This is an optimization exercise on Yosys and OpenROAD, whose aim is small area, not a production implementation. The RTL was checked by simulation tests, not by an equivalence proof against the original design. The flow treats the clock pin as an ideal source, which a real chip does not have. Power and IR drop assume default switching activity.

==> flow/design.v <==
module tally_port (
    input  wire        clk,
    input  wire        rst,         
    input  wire        tcs_n,
    input  wire        tclk,
    input  wire        tdi,
    output reg         tdo,
    input  wire        tick,
    input  wire [15:0] alert_in,
    output wire        alert_n,
    output reg         srst_req
);
    localparam [3:0] OC_OK        = 4'h0;
    localparam [3:0] OC_NOT_READY = 4'h1;
    localparam [3:0] OC_CRC_BAD   = 4'h2;
    localparam [3:0] OC_MALFORMED = 4'h3;
    localparam [3:0] OC_UNMAPPED  = 4'h4;
    localparam [3:0] OC_DENIED    = 4'h5;
    localparam [3:0] OC_NONE      = 4'h7;
    function [7:0] crc8_bit;
        input [7:0] c;
        input       b;
        begin
            crc8_bit = {c[6:0], 1'b0} ^ ((c[7] ^ b) ? 8'h07 : 8'h00);
        end
    endfunction
    reg [1:0] tcs_sync, tclk_sync, tdi_sync;
    reg       tclk_prev;
    always @(posedge clk) begin
        tcs_sync  <= {tcs_sync[0], tcs_n};
        tclk_sync <= {tclk_sync[0], tclk};
        tdi_sync  <= {tdi_sync[0], tdi};
        tclk_prev <= tclk_sync[1];
    end
    wire tcs_s  = tcs_sync[1];
    wire tclk_s = tclk_sync[1];
    wire tdi_s  = tdi_sync[1];
    reg        lcrc;
    reg [3:0]  last;
    reg        f_crc_err, f_malformed, f_unmapped, f_notready, f_denied;
    reg [7:0]  crc_cnt, mal_cnt;
    reg [23:0] iwa;
    reg [7:0]  iwc_step;
    reg        iwc_dir;
    reg        iwc_page;
    reg [15:0] alert_en;
    wire        tstat_any = f_crc_err | f_malformed | f_unmapped | f_notready | f_denied;
    wire [15:0] alert_src = {alert_in[15:11], tstat_any, alert_in[9:0]};
    assign alert_n = ~|(alert_src & alert_en);
    reg        open;
    reg [5:0]  cnt;              
    reg [3:0]  tick_cnt;         
    reg [7:0]  cmd_sr;
    reg [31:0] sr;               
    reg [7:0]  crc;
    reg        turn_ok;
    wire late      = tick_cnt[3] & tick_cnt[0];
    wire tcs_fall  = ~open & ~tcs_s;
    wire tcs_rise  = open & tcs_s;
    wire tclk_rise = ~late & ~tclk_prev & tclk_s;
    wire tclk_fall = ~late & tclk_prev & ~tclk_s;
    wire       is_write = cmd_sr[7];
    wire [6:0] index    = cmd_sr[6:0];
    wire       idx_bkp  = (index[6:3] == 4'b0111);
    reg [3:0] rd_acc, wr_acc;
    always @(*) begin
        case (index)
            7'h00, 7'h01: begin rd_acc = OC_OK; wr_acc = OC_DENIED; end
            7'h21:        begin rd_acc = OC_OK; wr_acc = OC_DENIED; end
            7'h02, 7'h03, 7'h04, 7'h06, 7'h20:
                          begin rd_acc = OC_OK; wr_acc = OC_OK; end
            7'h05:        begin rd_acc = OC_NOT_READY; wr_acc = OC_NOT_READY; end
            default: begin
                rd_acc = idx_bkp ? OC_OK : OC_UNMAPPED;
                wr_acc = idx_bkp ? OC_OK : OC_UNMAPPED;
            end
        endcase
    end
    wire rd_ok = turn_ok & (rd_acc == OC_OK);
    reg [511:0] ring;
    reg [3:0]   phase;
    reg         clearing;
    wire [31:0] ring0  = ring[31:0];
    wire        hit    = (phase == {iwc_page, index[2:0]});
    wire        wr_pend = (last == OC_OK) & is_write & idx_bkp & (~open | (cnt == 6'd0));
    wire        ins    = clearing | (wr_pend & hit);
    always @(posedge clk) begin
        ring <= {ins ? sr : ring0, ring[511:32]};
        if (rst) begin
            phase    <= 4'd0;
            clearing <= 1'b1;
        end else begin
            phase <= phase + 4'd1;
            if (phase == 4'd15)
                clearing <= 1'b0;
        end
    end
    wire [6:0] cap_index = {cmd_sr[5:0], tdi_s};
    reg [31:0] rd_value;
    always @(*) begin
        case (cap_index)
            7'h00: rd_value = 32'h5259_6416;
            7'h01: rd_value = 32'h0000_01B0;
            7'h02: rd_value = {31'd0, lcrc};
            7'h03: rd_value = {mal_cnt, crc_cnt, 7'd0, f_denied, f_notready,
                               f_unmapped, f_malformed, f_crc_err, last};
            7'h04: rd_value = {8'd0, iwa};
            7'h06: rd_value = {22'd0, iwc_page, iwc_dir, iwc_step};
            7'h20: rd_value = {16'd0, alert_en};
            7'h21: rd_value = {16'd0, alert_src};
            default: rd_value = 32'd0;
        endcase
    end
    wire rd_frame = open & ~is_write;
    wire cap8     = tclk_rise & (cnt == 6'd7) & ~cmd_sr[6];
    wire bkp_load = rd_frame & idx_bkp & (cnt[5:3] == 3'd1) & hit;
    wire data_bit = turn_ok & sr[31];
    wire in_write_data = (cnt[5:3] != 3'd0) & (~cnt[5] | (cnt[4:3] == 2'd0));  
    always @(posedge clk) begin
        if (rst) begin
            open <= 1'b0;
        end else if (tcs_fall) begin
            open <= 1'b1;
        end else if (tcs_rise) begin
            open <= 1'b0;
        end
        if (clearing)
            sr <= 32'd0;
        else if (open & cap8)
            sr <= rd_value;
        else if (bkp_load)
            sr <= ring0;
        else if (open & ((tclk_rise & is_write & in_write_data) |
                         (tclk_fall & ~is_write & (cnt[5:4] != 2'd0))))
            sr <= {sr[30:0], tdi_s};
        if (tcs_fall) begin
            cnt      <= 6'd0;
            tick_cnt <= 4'd0;
            crc      <= 8'd0;
            turn_ok  <= 1'b1;
        end else if (open & ~tcs_s) begin
            if (tick & ~late)
                tick_cnt <= tick_cnt + 4'd1;
            if (tclk_rise) begin
                if (cnt != 6'd63)
                    cnt <= cnt + 6'd1;
                if (cnt[5:3] == 3'd0)
                    cmd_sr <= {cmd_sr[6:0], tdi_s};
                if (cnt[5:3] == 3'd0 || is_write)
                    crc <= crc8_bit(crc, tdi_s);
                else if (cnt[5:3] == 3'd1) begin
                    crc <= {crc[6:0], crc[7]};
                    if (lcrc && (tdi_s != crc[7]))
                        turn_ok <= 1'b0;
                end
            end
            if (tclk_fall & ~is_write & (cnt[5:4] != 2'd0))
                crc <= crc8_bit(crc, (cnt[5:4] == 2'd3) ? crc[7] : data_bit);
        end
        if (~open)
            tdo <= 1'b0;
        else if (tclk_fall) begin
            if (cnt[5:3] == 3'd0)
                tdo <= (cnt[2] ? last[~cnt[1:0]] : cnt[0]);
            else if (~is_write & (cnt[5:4] != 2'd0) & (cnt[5:4] != 2'd3))
                tdo <= data_bit;
            else if (~is_write & lcrc & (cnt[5:3] == 3'd6))
                tdo <= crc[7] ^ ~rd_ok;
            else
                tdo <= 1'b0;
        end
    end
    wire [5:0] exp_len  = is_write ? (lcrc ? 6'd48 : 6'd40)
                                   : (lcrc ? 6'd56 : 6'd48);
    wire       null_frm = (cnt == 6'd0) & ~late;
    wire       malformed = late | (cnt != exp_len);
    wire       wr_crc_ok = ~lcrc | (crc == 8'd0);
    reg [3:0] outcome;
    always @(*) begin
        if (malformed)
            outcome = OC_MALFORMED;
        else if (is_write)
            outcome = wr_crc_ok ? wr_acc : OC_CRC_BAD;
        else
            outcome = turn_ok ? rd_acc : OC_CRC_BAD;
    end
    wire frame_end = tcs_rise & ~null_frm;
    wire do_write  = frame_end & is_write & (outcome == OC_OK);
    always @(posedge clk) begin
        if (clearing | (do_write & (index == 7'h04)))
            iwa <= sr[23:0];
        if (clearing | (do_write & (index == 7'h06))) begin
            iwc_step <= {sr[7:1], sr[0] | clearing};
            iwc_dir  <= sr[8];
            iwc_page <= sr[9];
        end
        if (clearing | (do_write & (index == 7'h20)))
            alert_en <= sr[15:0];
    end
    always @(posedge clk) begin
        if (rst) begin
            lcrc        <= 1'b0;
            last        <= OC_NONE;
            f_crc_err   <= 1'b0;
            f_malformed <= 1'b0;
            f_unmapped  <= 1'b0;
            f_notready  <= 1'b0;
            f_denied    <= 1'b0;
            crc_cnt     <= 8'd0;
            mal_cnt     <= 8'd0;
            srst_req    <= 1'b0;
        end else begin
            srst_req <= do_write & (index == 7'h02) & (sr[31:16] == 16'h7A11);
            if (do_write & (index == 7'h02))
                lcrc <= sr[0];
            if (do_write & (index == 7'h03)) begin
                if (sr[4]) begin
                    f_crc_err <= 1'b0;
                    crc_cnt   <= 8'd0;
                end
                if (sr[5]) begin
                    f_malformed <= 1'b0;
                    mal_cnt     <= 8'd0;
                end
                if (sr[6]) f_unmapped <= 1'b0;
                if (sr[7]) f_notready <= 1'b0;
                if (sr[8]) f_denied   <= 1'b0;
            end
            if (frame_end) begin
                last <= outcome;
                case (outcome)
                    OC_CRC_BAD: begin
                        f_crc_err <= 1'b1;
                        if (crc_cnt != 8'hFF) crc_cnt <= crc_cnt + 8'd1;
                    end
                    OC_MALFORMED: begin
                        f_malformed <= 1'b1;
                        if (mal_cnt != 8'hFF) mal_cnt <= mal_cnt + 8'd1;
                    end
                    OC_UNMAPPED:  f_unmapped <= 1'b1;
                    OC_NOT_READY: f_notready <= 1'b1;
                    OC_DENIED:    f_denied   <= 1'b1;
                    default: ;
                endcase
            end
        end
    end
endmodule
clock: 4.2 ns
lec_check: 0
cap_margin: 20
core_margin: 2
core_utilization: 40
slew_margin: 20
run.sh (not shown) runs the stock make flow with config.mk's settings and CLKGATE_MAP_FILE= SYNTH_SCRIPT=/design/flow/synth_recipe.tcl, a recipe that flattens the netlist after the stock synthesis.
The baseline completed with no timing, DRC or antenna violations.
Change:
CORE_UTILIZATION = 70   (was 40)
CTS_BUF_LIST = sky130_fd_sc_hd__clkbuf_16   (was unset)
CTS_CLUSTER_DIAMETER = 60   (was unset)
CTS_CLUSTER_SIZE = 30   (was unset)
Die area fell by well over a third; total power fell by roughly a tenth; count of clock-buffer cells in the layout fell by 40; design area fell by a few percent; core utilization rose by 32 points; first-iteration DRC count rose by well over a third; cell count fell by about a fifth; non-clock buffer count is unchanged; sequential share of layout area rose by 3.7 points.
Change:
CTS_BUF_LIST = sky130_fd_sc_hd__clkbuf_8   (was sky130_fd_sc_hd__clkbuf_16)
CTS_CLUSTER_DIAMETER = 40   (was 60)
CTS_CLUSTER_SIZE = 18   (was 30)
Result: The changed run finished with timing, DRC and antenna clean; worst setup slack barely changes; final cell count rises by 1.4%; register-to-register slack stays flat; critical path depth is unchanged; die area does not change.

========
Setup of job 6480:
tally_port, a different RTL version from the one above (not shown whole).
Size: ~25 I/O pins.
export LEC_CHECK = 0
export ABC_AREA = 1
export CAP_MARGIN = 20
export CORE_MARGIN = 2
export CORE_UTILIZATION = 70
export CTS_BUF_LIST = sky130_fd_sc_hd__clkbuf_8
export CTS_CLUSTER_DIAMETER = 45
export CTS_CLUSTER_SIZE = 20
export GPL_TIMING_DRIVEN = 0
export SLEW_MARGIN = 20
create_clock -name core_clock -period 4.2 [get_ports {clk}]
standard.sh (not shown) runs the stock make flow with config.mk's settings and CLKGATE_MAP_FILE= SYNTH_SCRIPT=/design/flow/synth_recipe.tcl, a recipe that flattens the netlist after the stock synthesis.
==> flow/flow/run.sh <==
#!/bin/bash
# Own layout flow: the standard synthesis, then an area re-mapping of its
# combinational logic (flip-flops untouched), then the standard ORFS flow with
# smaller port buffers and a clock tree without dummy loads.
set -euo pipefail
W=$PWD
R=$W/orfs/results/$FLOW_PLATFORM/tally_port/base
LIB=$FLOW_HOME/platforms/$FLOW_PLATFORM/lib/sky130_fd_sc_hd__tt_025C_1v80.lib
YOSYS=${YOSYS_EXE:-yosys}
command -v "$YOSYS" >/dev/null 2>&1 || YOSYS=$FLOW_HOME/../tools/install/yosys/bin/yosys

# 1. standard synthesis, unchanged
bash standard.sh synth > $W/flow_synth.log 2>&1

# 2. re-map the combinational logic for area
cp $R/1_2_yosys.v $W/std_1_2_yosys.v
REOPT_LIB=$LIB REOPT_NETLIST=$W/std_1_2_yosys.v REOPT_OUT=$W/reopt_1_2_yosys.v \
REOPT_TOP=$FLOW_TOP REOPT_TMP=$W "$YOSYS" -c $W/flow/reopt.tcl > $W/flow_reopt.log 2>&1
cp $W/reopt_1_2_yosys.v $R/1_2_yosys.v
rm -f $R/1_synth.odb $R/1_synth.sdc

# 3. the rest of the standard flow
export BUFFER_PORTS_ARGS="-buffer_cell sky130_fd_sc_hd__buf_1"
export CTS_ARGS="-sink_clustering_enable -repair_clock_nets -buf_list sky130_fd_sc_hd__clkbuf_4 -sink_clustering_size 12 -sink_clustering_max_diameter 28 -dont_use_dummy_load"
bash standard.sh finish > $W/flow_finish.log 2>&1
==> flow/flow/reopt.tcl <==
# Re-map the combinational logic of the standard synthesis netlist for area.
# Flip-flops (and tie cells) stay as they are, with their instance names.
# Several ABC scripts are tried; the one giving the smallest area is kept.
yosys -import
set lib $::env(REOPT_LIB)
set netlist $::env(REOPT_NETLIST)
set out $::env(REOPT_OUT)
set tmp $::env(REOPT_TMP)
read_liberty -ignore_miss_func $lib
read_verilog $netlist
hierarchy -top $::env(REOPT_TOP)
set keep {}
foreach c [split [tee -q -s result.string select -list-mod =*] "\n"] {
  set c [string trim $c]
  if {[regexp {__(df|edf|sdf|sedf|dl|conb)} $c]} { lappend keep $c }
}
blackbox {*}$keep
flatten
opt -purge
design -save base

set pre "+strash;&get,-n;&fraig,-x;&put;scorr;dc2;strash;&get,-n"
set scripts [list \
  "$pre;&dch,-f;&nf,-R,1000;&put" \
  "$pre;&deepsyn,-T,60;&nf,-R,1000;&put" \
  "$pre;&deepsyn,-T,60,-t;&nf,-R,1000;&put" \
]
set best_area 1e18
set best_i -1
set i 0
foreach s $scripts {
  design -load base
  abc -liberty $lib -dont_use *lpflow* -dont_use *probe* -script $s
  opt_clean -purge
  tee -q -o $tmp/stat_$i.txt stat -liberty $lib
  set fh [open $tmp/stat_$i.txt r]
  set txt [read $fh]
  close $fh
  if {[regexp {Chip area for module '\\tally_port': ([0-9.]+)} $txt -> area] ||
      [regexp {Chip area[^:]*: ([0-9.]+)} $txt -> area]} {
    puts "REOPT script $i area $area"
    if {$area < $best_area} {
      set best_area $area
      set best_i $i
      design -save best
    }
  }
  incr i
}
puts "REOPT best script $best_i area $best_area"
design -load best
splitnets
opt_clean -purge
hilomap -singleton -hicell sky130_fd_sc_hd__conb_1 HI -locell sky130_fd_sc_hd__conb_1 LO
insbuf -buf sky130_fd_sc_hd__buf_1 A X
opt_clean -purge
stat -liberty $lib
write_verilog -noattr -nohex -nodec $out
Job 6480 finished all stages; the layout is clean.
Input changes introduced in job 6629 (baseline for comparison: job 6480):
diff --git a/flow/flow/run.sh b/flow/flow/run.sh
--- a/flow/flow/run.sh
+++ b/flow/flow/run.sh
@@ -4 +4,2 @@
-# smaller port buffers and a clock tree without dummy loads.
+# smaller port buffers and a clock tree of small buffers without dummy loads,
+# whose leaf buffers are upsized where a flip-flop clock pin's slew is high.
@@ -8 +9,2 @@
-LIB=$FLOW_HOME/platforms/$FLOW_PLATFORM/lib/sky130_fd_sc_hd__tt_025C_1v80.lib
+P=$FLOW_HOME/platforms/$FLOW_PLATFORM
+LIB=$P/lib/sky130_fd_sc_hd__tt_025C_1v80.lib
@@ -10,0 +13,2 @@
+OPENROAD=${OPENROAD_EXE:-openroad}
+command -v "$OPENROAD" >/dev/null 2>&1 || OPENROAD=$FLOW_HOME/../tools/install/OpenROAD/bin/openroad
@@ -22 +26 @@
-# 3. the rest of the standard flow
+# 3. floorplan, placement and clock tree
@@ -24 +28,17 @@
-export CTS_ARGS="-sink_clustering_enable -repair_clock_nets -buf_list sky130_fd_sc_hd__clkbuf_4 -sink_clustering_size 12 -sink_clustering_max_diameter 28 -dont_use_dummy_load"
+export CTS_ARGS="-sink_clustering_enable -repair_clock_nets -buf_list sky130_fd_sc_hd__clkbuf_4 -sink_clustering_size 12 -sink_clustering_max_diameter 35 -dont_use_dummy_load"
+bash standard.sh cts > $W/flow_cts.log 2>&1
+
+# 4. upsize slow leaf clock buffers
+cat > $W/ctsfix_run.tcl <<EOT
+read_lef $P/lef/sky130_fd_sc_hd.tlef
+read_lef $P/lef/sky130_fd_sc_hd_merged.lef
+read_liberty $LIB
+read_db $R/4_cts.odb
+read_sdc $R/4_cts.sdc
+source $P/setRC.tcl
+source $W/flow/ctsfix.tcl
+write_db $R/4_cts.odb
+EOT
+CTSFIX_SLEW_NS=0.115 "$OPENROAD" -no_init -exit $W/ctsfix_run.tcl > $W/flow_ctsfix.log 2>&1
+
+# 5. the rest of the standard flow
==> flow/flow/ctsfix.tcl (new file) <==
# after CTS: upsize the leaf clock buffers whose flip-flop clock pins see too slow a slew
set thr $::env(CTSFIX_SLEW_NS)
estimate_parasitics -placement
set up {}
foreach pin [get_pins -hierarchical */CLK] {
  set s 0
  foreach p {slew_max_rise slew_max_fall} {
    set v [get_property $pin $p]
    if {$v > $s} { set s $v }
  }
  if {$s > $thr} {
    set net [get_nets -of_objects $pin]
    foreach d [get_pins -of_objects $net -filter "direction==output"] {
      set inst [get_cells -of_objects $d]
      set m [get_property $inst ref_name]
      if {[string match *clkbuf_4 $m]} { dict set up [get_full_name $inst] 1 }
    }
  }
}
puts "CTSFIX upsizing [dict size $up] buffers"
foreach i [dict keys $up] { replace_cell [get_cells $i] sky130_fd_sc_hd__clkbuf_8 }
detailed_placement
estimate_parasitics -placement
set mx 0
foreach pin [get_pins -hierarchical */CLK] {
  foreach p {slew_max_rise slew_max_fall} { set v [get_property $pin $p]; if {$v > $mx} { set mx $v } }
}
puts "CTSFIX max clock pin slew after: $mx"
## What came out
Flip-flop and latch share of the layout cell area in job 6629 is 0.50 points higher than in job 6480
Summary: time the final worst path needs with I/O delays and setup, job 6629 worse than job 6480
Job 6629: detailed-route wire length per cell about 0.65% above job 6480
Lower proportion of cell area spent on the clock network goes to job 6629 over job 6480.
Compared job 6480 against job 6629; fraction of area in multi-input gates within noise.
Comparing job 6480 and job 6629, the lower final cell count is on job 6629.

==> what the ideal ports hide <==
In the flow no input, the clock included, has a driving cell. The finished layouts below were timed again as built, in two steps.
Step 1, drivers: a clkbuf_16 drives clk and a buf_2 each remaining input, both assumed.
Step 2 also shifts input and output timing later by t, the mid clock arrival at the registers, as if the neighbouring blocks saw the same clock.
a / b / c = ideal / step 1 / step 2; a / b = the first two.
run	shift t [ns]	setup WS [ns]	hold WS [ns]	worst setup path at the end	clock arrival spread, ns
the first run of note 1	0.651	0.620 / 0.592 / 0.592	0.314 / 0.314 / 0.314	input to output	0.027 / 0.028
the second run of note 1	0.578	0.610 / 0.572 / 0.572	0.320 / 0.320 / 0.320	input to output	0.022 / 0.022
the third run of note 1	0.635	0.609 / 0.573 / 0.573	0.306 / 0.306 / 0.306	input to output	0.031 / 0.031
job 6480	0.721	0.166 / 0.123 / 0.314	0.212 / 0.198 / 0.269	register to register	0.136 / 0.136
job 6629	0.711	0.091 / 0.049 / 0.277	0.226 / 0.204 / 0.272	register to register	0.127 / 0.127
After both steps setup and hold are still met in every run listed. For the second run of note 1, which loses most, drivers alone change the setup slack by -0.038 ns; drivers and shift together by -0.038 ns.
